What follows belongs to an exercise in optimizing a design on an open flow for small area, a short achievable clock period and few clock cycles; a production flow would make more cautious choices.
No run shown here included a check of the RTL's function; only the layout flow was run.

## flow/design.v (module list and top-level ports; edited modules follow where they fit)
// module crc_channel: 3713 lines
// module crc_x2: 7 lines
module crc_channel (
    input  wire        clk,
    input  wire        rst,             
    input  wire        cmd_go,
    input  wire [2:0]  cmd_set,
    input  wire        cmd_expect_en,
    input  wire [31:0] cmd_len,
    input  wire [63:0] cmd_exp,
    input  wire        cmd_terminate,
    input  wire        in_valid,
    output wire        in_ready,
    input  wire [63:0] in_data,
    output reg         done,
    output wire [1:0]  state,
    output reg  [7:0]  code,
    output reg         match,
    output reg  [63:0] result
);
  // ...
==> flow/flow/run.sh <==
#!/bin/bash
# The standard layout (standard.sh: standard synthesis, floorplan, placement,
# CTS, routing, finish), with one change: the buffers that buffer_ports puts on
# every input and output port are sky130_fd_sc_hd__buf_2 cells instead of the
# cell buffer_ports picks by itself (clkdlybuf4s50_1, a delay cell).
# make's full output goes to flow_make.log here; each ORFS step also writes its
# own log under orfs/logs/.
set -euo pipefail
bash standard.sh 'BUFFER_PORTS_ARGS=-buffer_cell sky130_fd_sc_hd__buf_2' finish > flow_make.log 2>&1
==> flow/standard.sh <==
#!/bin/bash
# synth_recipe.tcl (not shown) runs the flow's synth.tcl, then flattens the netlist and writes it again
# the make line also repeats each setting of config.mk as NAME=value (left out here)
make -C /OpenROAD-flow-scripts/flow DESIGN_CONFIG=/design/flow/config.mk WORK_HOME=/design/flow/orfs CLKGATE_MAP_FILE= SYNTH_SCRIPT=/design/flow/synth_recipe.tcl "${@:-finish}"
==> flow/config.mk <==
export PLATFORM = sky130hd
export DESIGN_NAME = crc_channel
export DESIGN_NICKNAME = crc_channel
export VERILOG_FILES = /design/flow/design.v
export SDC_FILE = /design/flow/constraint.sdc
export NUM_CORES = 4
export LEC_CHECK = 0
export CAP_MARGIN = 20
export CORE_MARGIN = 2
export CORE_UTILIZATION = 40
export CTS_BUF_LIST = sky130_fd_sc_hd__clkbuf_8
export SLEW_MARGIN = 58
export SYNTH_HIERARCHICAL = 1
==> flow/constraint.sdc <==
create_clock -name core_clock -period 20.0 [get_ports {clk}]
set_input_delay 4.0000 -clock core_clock [delete_from_list [all_inputs] [get_ports {clk}]]
set_output_delay 4.0000 -clock core_clock [all_outputs]
set_load 0.01 [all_outputs]
==> impl_metrics.json, run 1 <==
{
  "status": "complete, no violations",
  "grt_max_degree": 104,
  "synthTopCellsByArea": "xor2_1 48%, dfxtp_1 13%, edfxtp_1 10%, xnor2_1 3.5%, nand2_1 3.3%",
  "cts_tree": "built",
  "path_cells": "buf_2 > mux2i_4 > buf_4 > clkinv_2 > buf_4 > mux2i_1 > xnor2_1 > nor2_1 > a21oi_1 > mux2_2",
  "crit_family": "buffers and inverters",
  "rsz0062_at_grt": "no",
  "setup_slack_ps": 13980,
  "nNetsFinal": 4308,
  "met3_usage_pct": 22.1,
  "ctsResizeCount": 0,
  "synthFlopType": "dfxtp_1",
  "worstHoldEndpoint": "result[50]$_SDFFE_PP0P_",
  "hold_path_startpoint": "result[50]$_SDFFE_PP0P_",
  "synthCells": 3781,
  "cts_max_path_buffers": 3,
  "design.seq.count": 323,
  "multi_input_area_share_pct": 66.9,
  "cts_root_buffer": "clkbuf_8",
  "drc_errors": 0,
  "synth_most_common_cell": "xor2_1",
  "cp_max_fo": 41,
  "multi_input_area_um2": 26800
}
==> inputs of run 2 (changes only) <==
--- a/flow/config.mk
+++ b/flow/config.mk
@@ -9,4 +9,5 @@
 export CORE_MARGIN = 2
-export CORE_UTILIZATION = 40
+export CORE_UTILIZATION = 50
 export CTS_BUF_LIST = sky130_fd_sc_hd__clkbuf_8
+export PLACE_DENSITY = 0.7
 export SLEW_MARGIN = 58
==> run 2 against run 1 <==
Still clean. Via count rose by 6.0%. Die area fell by 20%. Count of clock-buffer cells in the layout fell by 5. Final area fell by 0.79%. Register-to-register slack got worse by 170 ps. Final cell count fell by 4.2%. Critical endpoint is now rot_q[11]$_DFF_P_. Largest cell class unchanged.
==> impl_metrics.json, run 2 <==
{
  "cp.arrival_ps": 6130,
  "max_cap_viol_count": 0,
  "cp_max_fo": 25,
  "period_share_pct": 27.9,
  "cts.sinks": 323,
  "syn2layout_area_growth_pct": 20.6,
  "grt_pass1_wl_um": 260000,
  "min_period_ps": 5570,
  "clk_latency_ps": 670,
  "drive_above_1_share_pct": 20.3,
  "crit_buf_inv": 3,
  "synthCells": 3781,
  "port_buffers": 240,
  "cp_slowest_cell": "buf_4",
  "status": "complete, no violations",
  "path_cells": "buf_2 > o31ai_4 > buf_4 > a211oi_2 > buf_4 > xor2_1 > mux2_2 > mux2_2 > o21ai_0",
  "max_stage_delay_ps": 440,
  "dieArea_um2": 68000,
  "place_congestion": 1.22,
  "tns_ps": 0,
  "skew_ps": 80.7,
  "worstMarginPinSlew_ps": 750,
  "grt_usage_pct": 56.7,
  "maxSlewViolCount": 0,
  "synth.distinct_cells": 66,
  "layout_commonest_cell": "xor2_1",
  "drt_iter0_markers": 6989,
  "initial_utilization_pct": 50.3,
  "hold_path_startpoint": "result[39]$_SDFFE_PP0P_",
  "grt_overflow": 0,
  "drt-total-wl_um": 198000,
  "avgSynthCellArea_um2": 8.72,
  "cts_inserted_buffers": 48,
  "drt_first_pass_iters": 11,
  "crit_start": "cmd_set[1]",
  "synth_most_common_cell": "xor2_1",
  "routedWlPerCell_um": 39.4,
  "setup_viol": 0,
  "crit_path_end_kind": "register",
  "dieWidth_um": 261,
  "post_cts_buffers": 0,
  "synthTopCellsByArea": "xor2_1 48%, dfxtp_1 13%, edfxtp_1 10%, xnor2_1 3.5%, nand2_1 3.3%",
  "required_ps": 20550,
  "yosysSeqAreaShare_pct": 23.1,
  "yosys.area.top_type_share_pct": 48.1,
  "hpwl_um": 151000,
  "synth_area_um2": 33000,
  "drc_errors": 0,
  "ys_ff_latch": 323,
  "grt_pass1_vias": 31100,
  "cts_tree": "built",
  "core_um2": 65500,
  "ctsHoldBuffers": 0,
  "critPathKind": "in2reg",
  "register_area_um2": 7610,
  "rows": 94,
  "cts_max_path_buffers": 3,
  "ctsResizeCount": 0,
  "synthFlopType": "dfxtp_1",
  "crit_family": "buffers and inverters",
  "cts.htree.levels": 2,
  "die_h_um": 261,
  "cts_root_buffer": "clkbuf_8",
  "via_per_inst": 6.74,
  "synth_top_area_cell": "xor2_1",
  "r2r_start": "mh_q[6]$_DFFE_PN_",
  "hp-class": "reg2reg",
  "grt_max_degree": 90,
  "vias": 33900,
  "worst_setup_path_start_kind": "primary input",
  "final-hold-violation-count": 0,
  "ys_top_cells_by_count": "1811 x xor2_1, 289 x nand2_1, 210 x dfxtp_1",
  "ios": 246,
  "max_clock_freq_ghz": 0.179,
  "path_clk_slew_ps": 60,
  "synth_edf_count": 113,
  "rsz0062_at_grt": "no",
  "max_slew_margin_pct": 49.9,
  "async_reset_ff_share_pct": 0,
  "nNetsFinal": 4291,
  "antenna_found_initial": 10,
  "fillers": 5354,
  "ant_nets": 0,
  "synth_warnings": 7,
  "final_cell_mix": "1601 x xor2_1, 288 x nand2_1, 247 x buf_2",
  "multi_input_area_um2": 26900
}
## run 2: cell counts after synthesis
No cell type changed its count.
## run 2: final cells by class
type	instances	share of cell area, %
multi-input combinational	3252	67.6
sequential	323	19.2
timing repair buffer	479	7.71
tap	864	2.72
clock buffer	56	1.94
clock inverter	34	0.639
inverter	17	0.201
antenna	9	0.0567
## run 2: routing by layer
| layer | track usage [%] | part of all wire [%] | vias to the layer above |
|---|---|---|---|
| li1 | - | - | 13000 |
| met3 | 36.4 | 19 | 1140 |
| met4 | 39.7 | 9.6 | 20 |
| met1 | 66.2 | 34 | 16000 |
| met5 | 4.77 | 0.24 | - |
| met2 | 73.8 | 37 | 3748 |
## run 2: kinds of logic (layout without fill, tap and decap cells)
kind of cell               Yosys count  after routing  synth area share, %
other                                1             14               0.0114
xor gates and xnor gates          1944           1944                 51.7
buffers and inverters              210            586                 2.51
and+or+nand+nor                    712            712                 9.93
muxes                              121            121                 3.96
DFF                                323            323                 23.1
AOI/OAI and AO/OA                  469            469                 8.83
adders and majority gates            1              1               0.0380
## run 2: stage by stage
stage	setup WS, ps	cell area [um2]	hold slack [ps]	utilization [%]	cells
3_5_place_dp	13860	38400	444	58.5	4929
4_1_cts	14470	39400	454	60.1	5019
5_1_grt	14360	39700	473	60.6	5027
6_report	14430	39700	454	60.7	5034
3_3_place_gp	13540	36600	437	55.9	4906
2_1_floorplan	14090	33000	446	-	3785
## run 2: modules after synthesis, one instance, submodules excluded
module / flip-flops and latches / times used
crc_channel: 323 / 1
crc_x2: 0 / 1704
## run 2: tightest hold or removal path, cell delays in order (launching register included)
cell,delay (ps)
dfxtp_1,310
nand2_1,50
a21oi_1,50
## run 2: path summary, 6_finish.rpt
check | to | slack (ps) | cells past startpoint
max | rot_q[11]$_DFF_P_ | 14430 | 9
min | result[39]$_SDFFE_PP0P_ | 450 | 2
max reg2reg | crc_q[2]$_SDFFE_PN0P_ | 14490 | 16
min reg2reg | result[39]$_SDFFE_PP0P_ | 450 | 2

## afterwards: timing with drivers on the ports
Ports are ideal in the flow. The routed layouts listed here were re-timed in OpenROAD.
Step 1 (the two cells are an assumption about what drives the block):
set clk [get_ports {clk}]
set_driving_cell -lib_cell sky130_fd_sc_hd__clkbuf_16 $clk
set_driving_cell -lib_cell sky130_fd_sc_hd__buf_2 [delete_from_list [all_inputs] $clk]
Step 2 adds t to the input delays and takes it off the output delays; t is the mean of the earliest and latest rising clock arrival at the registers after step 1. Input paths then give back, and output paths get back, about the clock's delay inside the block.
Slacks: ideal ports / drivers / drivers and shift; pairs: ideal ports / drivers.
| run | t, ns | slack for setup (ns) | worst hold slack (ns) | worst setup path at the end |
|---|---|---|---|---|
| run 1 | 0.686 | 13.982 / 13.988 / 13.302 | 0.450 / 0.450 / 0.450 | input to register |
| run 2 | 0.687 | 14.429 / 14.462 / 13.775 | 0.454 / 0.454 / 0.454 | input to register |
After both steps every run listed still meets setup and hold. The setup slack of run 1, which loses most, moves by +0.006 ns with the drivers and by -0.680 ns with both steps.
